From an optimization exercise on the open Yosys and OpenROAD flow, aimed at small area; shortcuts taken in it are not production practice. Where RTL was checked, it was by simulation tests only, not by an equivalence proof against the original.

Setup of juniper:
==> flow/design.v (excerpt) <==
module mfe_corr (
    input  wire        clk,
    input  wire        rst,         
    input  wire        cfg_we,
    input  wire [4:0]  cfg_addr,    
    input  wire [31:0] cfg_wdata,
    input  wire        in_valid,
    output wire        in_ready,
    input  wire [23:0] in_x,        
    input  wire [2:0]  in_g,        
    input  wire [2:0]  in_band,     
    input  wire [4:0]  in_flags,
    output wire        out_valid,
    input  wire        out_ready,
    output wire [23:0] out_y,
    output wire [2:0]  out_g,
    output wire [4:0]  out_flags,
    output wire        out_last,    
    output wire [31:0] out_crc      
);
Size: roughly 1800 cells after synthesis, roughly 660 flip-flops.
==> module mfe_corr, before the edit <==
module mfe_corr (
    input  wire        clk,
    input  wire        rst,         
    input  wire        cfg_we,
    input  wire [4:0]  cfg_addr,    
    input  wire [31:0] cfg_wdata,
    input  wire        in_valid,
    output wire        in_ready,
    input  wire [23:0] in_x,        
    input  wire [2:0]  in_g,        
    input  wire [2:0]  in_band,     
    input  wire [4:0]  in_flags,
    output wire        out_valid,
    input  wire        out_ready,
    output wire [23:0] out_y,
    output wire [2:0]  out_g,
    output wire [4:0]  out_flags,
    output wire        out_last,    
    output wire [31:0] out_crc      
);
    reg signed [31:0] gain_tab [0:4];
    reg signed [23:0] ofs_tab  [0:4];
    reg signed [31:0] tbg_tab  [0:7];
    integer i;
    always @(posedge clk) begin
        if (cfg_we) begin
            for (i = 0; i < 5; i = i + 1) begin
                if (cfg_addr == i)
                    gain_tab[i] <= cfg_wdata;
                if (cfg_addr == i + 5)
                    ofs_tab[i] <= cfg_wdata[23:0];
            end
            for (i = 0; i < 8; i = i + 1) begin
                if (cfg_addr == i + 15)
                    tbg_tab[i] <= cfg_wdata;
            end
        end
    end
    localparam IDLE = 2'd0, S1 = 2'd1, WP = 2'd2, S2 = 2'd3;
    reg [1:0] st;
    reg [4:0] cnt;
    reg       full;          
    reg [5:0] ccnt;          
    reg [4:0] blk_cnt;
    reg       ldo;           
    wire crc_idle = ccnt[5];
    wire last     = (blk_cnt == 5'd31);
    assign out_valid = full & crc_idle;
    wire deliver  = out_valid & out_ready;
    wire free2    = crc_idle & ~ldo & (~full | out_ready);
    wire run1     = (st == S1);
    wire run2     = (st == S2);
    wire s1_last  = (cnt == 5'd25);
    wire s2_last  = (cnt == 5'd27);
    wire acc_n    = run2 & s2_last;
    wire ld2      = (st == WP) & free2;
    assign in_ready = acc_n;
    always @(posedge clk) begin
        if (rst) begin
            st <= IDLE;
            cnt <= 5'd0;
        end else begin
            case (st)
                IDLE: if (in_valid) begin st <= S1; cnt <= 5'd1; end
                S1:   if (s1_last) begin st <= WP; cnt <= 5'd0; end
                      else cnt <= cnt + 5'd1;
                WP:   if (free2) begin st <= S2; cnt <= 5'd1; end
                S2:   if (s2_last) begin st <= IDLE; cnt <= 5'd0; end
                      else cnt <= cnt + 5'd1;
            endcase
        end
    end
    wire [2:0]  gsel = in_g[2] ? 3'd4 : in_g;
    wire [23:0] ow   = ofs_tab[gsel];
    wire [4:0]  xi   = (cnt > 5'd23) ? 5'd23 : cnt;
    wire        xb   = in_x[xi];
    wire        ob   = ~ow[xi];
    reg         dcy;                        
    wire        dci  = (st == IDLE) | dcy;
    wire        db   = xb ^ ob ^ dci;
    wire        dgo  = ((st == IDLE) & in_valid) | run1;
    always @(posedge clk)
        if (dgo) dcy <= (xb & ob) | (xb & dci) | (ob & dci);
    reg  [32:0] r1;
    reg  [31:0] z;
    reg         mbr;                        
    wire [31:0] rw  = run2 ? tbg_tab[in_band] : gain_tab[gsel];
    wire [32:0] m   = {rw[31] & ~rw[30], rw[31] ^ rw[30], ~rw[30], rw[29:0]};
    wire        neg = run2 ? s2_last : s1_last;
    wire        first = (cnt == 5'd1);
    wire [33:0] a_op = first ? 34'h0_2000_0000 : {r1[32], r1};
    wire [33:0] b_op = mbr ? (neg ? ~{m[32], m} : {m[32], m}) : 34'd0;
    wire [33:0] sum  = a_op + b_op + {33'd0, neg & mbr};
    always @(posedge clk) begin
        if (dgo) mbr <= db;
        else if (ld2) mbr <= r1[5];
        else if (run2) mbr <= z[1];
    end
    wire        ovf = ~((&r1[32:26]) | ~(|r1[32:26]));
    wire [23:0] ysat = ovf ? {r1[32], {23{~r1[32]}}} : r1[26:3];
    always @(posedge clk) begin
        if (run1 | run2) r1 <= sum[33:1];
        if (acc_n) z[31:24] <= {in_flags, in_g};
        else if (ld2) z[26:0] <= r1[31:5];
        else if (run2 | ~crc_idle) z <= {z[0], z[31:1]};
        if (ldo) z[23:0] <= ysat;
    end
    reg  [31:0] crc;
    wire        fb = crc[0] ^ z[0];               
    wire [31:0] crc_step = {fb, crc[31:1]} ^ ({32{~fb}} & {1'b0, 31'h02F63B78});
    always @(posedge clk) begin
        if (rst) begin
            ccnt <= 6'd32;
            crc <= 32'd0;
            full <= 1'b0;
            ldo <= 1'b0;
            blk_cnt <= 5'd0;
        end else begin
            ldo <= acc_n;
            if (ldo) ccnt <= 6'd0;
            else if (!crc_idle) ccnt <= ccnt + 6'd1;
            if (!crc_idle) crc <= crc_step;
            else if (deliver & last) crc <= 32'd0;
            if (ldo) full <= 1'b1;
            else if (deliver) full <= 1'b0;
            if (deliver) blk_cnt <= blk_cnt + 5'd1;
        end
    end
    assign out_y     = z[23:0];
    assign out_g     = z[26:24];
    assign out_flags = z[31:27];
    assign out_last  = last;
    assign out_crc   = crc;
endmodule
clock: 10.0 ns
lec_check: 0
cap_margin: 20
core_margin: 2
core_utilization: 60
place_density: 0.7
slew_margin: 20
standard.sh (not shown) runs the stock make flow with config.mk's settings and CLKGATE_MAP_FILE= SYNTH_SCRIPT=/design/flow/synth_recipe.tcl, a recipe that flattens the netlist after the stock synthesis.
==> flow/flow/run.sh <==
#!/bin/bash
# ORFS layout with: synthesis by the standard script but with an
# area-oriented ABC mapping script, the smallest buffer cell for port
# buffers, and clock tree synthesis without dummy loads.
set -euo pipefail
cp -r "$FLOW_HOME/scripts" scripts_mod
cp flow/abc_map.script scripts_mod/abc_speed.script
bash standard.sh SCRIPTS_DIR="$PWD/scripts_mod" synth > synth.log 2>&1
export BUFFER_PORTS_ARGS="-buffer_cell sky130_fd_sc_hd__buf_1"
export CTS_ARGS="-sink_clustering_enable -repair_clock_nets -dont_use_dummy_load -buf_list sky130_fd_sc_hd__clkbuf_4 -sink_clustering_size 10 -sink_clustering_max_diameter 30"
bash standard.sh > standard.log 2>&1
==> flow/flow/abc_map.script <==
strash
&get -n
&fraig -x
&put
scorr
dc2
dretime
strash
&get -n
&dch -f
&nf
&put
Inputs modified between juniper and sierra:
--- a/flow/design.v
+++ b/flow/design.v
@@ -46,5 +46,5 @@
     wire crc_idle = ccnt[5];
     wire last     = (blk_cnt == 5'd31);
-    assign out_valid = full & crc_idle;
+    assign out_valid = full & (~last | crc_idle);
     wire deliver  = out_valid & out_ready;
     wire free2    = crc_idle & ~ldo & (~full | out_ready);
@@ -83,5 +83,5 @@
         if (dgo) dcy <= (xb & ob) | (xb & dci) | (ob & dci);
     reg  [32:0] r1;
-    reg  [31:0] z;
+    reg  [26:0] r2;
     reg         mbr;                        
     wire [31:0] rw  = run2 ? tbg_tab[in_band] : gain_tab[gsel];
@@ -95,5 +95,5 @@
         if (dgo) mbr <= db;
         else if (ld2) mbr <= r1[5];
-        else if (run2) mbr <= z[1];
+        else if (run2) mbr <= r2[cnt];
     end
     wire        ovf = ~((&r1[32:26]) | ~(|r1[32:26]));
@@ -101,11 +101,18 @@
     always @(posedge clk) begin
         if (run1 | run2) r1 <= sum[33:1];
-        if (acc_n) z[31:24] <= {in_flags, in_g};
-        else if (ld2) z[26:0] <= r1[31:5];
-        else if (run2 | ~crc_idle) z <= {z[0], z[31:1]};
-        if (ldo) z[23:0] <= ysat;
+        if (ldo) r2[23:0] <= ysat;
+        else if (ld2) r2 <= r1[31:5];
+    end
+    reg [2:0] og;
+    reg [4:0] of;
+    always @(posedge clk) begin
+        if (acc_n) begin
+            og <= in_g;
+            of <= in_flags;
+        end
     end
     reg  [31:0] crc;
-    wire        fb = crc[0] ^ z[0];               
+    wire [31:0] word = {of, og, r2[23:0]};
+    wire        fb = crc[0] ^ word[ccnt[4:0]];    
     wire [31:0] crc_step = {fb, crc[31:1]} ^ ({32{~fb}} & {1'b0, 31'h02F63B78});
     always @(posedge clk) begin
@@ -127,7 +134,7 @@
         end
     end
-    assign out_y     = z[23:0];
-    assign out_g     = z[26:24];
-    assign out_flags = z[31:27];
+    assign out_y     = r2[23:0];
+    assign out_g     = og;
+    assign out_flags = of;
     assign out_last  = last;
     assign out_crc   = crc;
Findings:
sierra against juniper; number of library cell types mapped by synthesis is down by a few percent.
Maximum frequency (higher): juniper
sierra gives more clock-buffer cell count than juniper did.
Compared with juniper, sierra is hungrier on power.
As of sierra, final-layout fill cell count had risen by a few percent compared to juniper.
sierra vs juniper — post-route cell area rose 1.6%.
Diff juniper -> sierra: synthesized area moved up, worst setup slack for register-to-register paths down 0.34 ns, final cycle utilization of the critical path rose by 1.3 points.
Higher non-clock buffer count was reported by sierra, not juniper.
The synthesized cell count in sierra was higher than what juniper gave.
In sierra, the detailed-placement wirelength estimate came out 3.7% above the value in juniper.
Looking at placeable core region, sierra sits about 2.2% higher than juniper does.
sierra and juniper ended up with nearly the same initial standard-cell utilization of the core.
The RTL of sierra was laid out without a check of its function.

==> afterwards: timing with drivers on the ports <==
No port has a modelled driver above. Below, the same layouts with a new extraction and two added sets of constraints. Step 1 (the two cells are an assumption about what drives the block):
set clk [get_ports {clk}]
set_driving_cell -lib_cell sky130_fd_sc_hd__clkbuf_16 $clk
set_driving_cell -lib_cell sky130_fd_sc_hd__buf_2 [delete_from_list [all_inputs] $clk]
Step 2 times the ports against the registers' clock, not the clock port: input delays grow and output delays shrink by t, the midpoint of the rising clock arrivals with the driver on. Slacks: no drivers / after step 1 / after step 2; pairs: no drivers / after step 1.
run	shift t [ns]	setup WS [ns]	clock arrival spread, ns	worst slew at a driven data input, ns
juniper	0.890	1.926 / 1.953 / 1.063	0.086 / 0.086	0.09
sierra	0.873	1.800 / 1.826 / 0.953	0.113 / 0.113	0.11
After both steps every run listed still meets setup and hold. The setup slack of juniper, which loses most, moves by +0.027 ns with the drivers and by -0.863 ns with both steps.
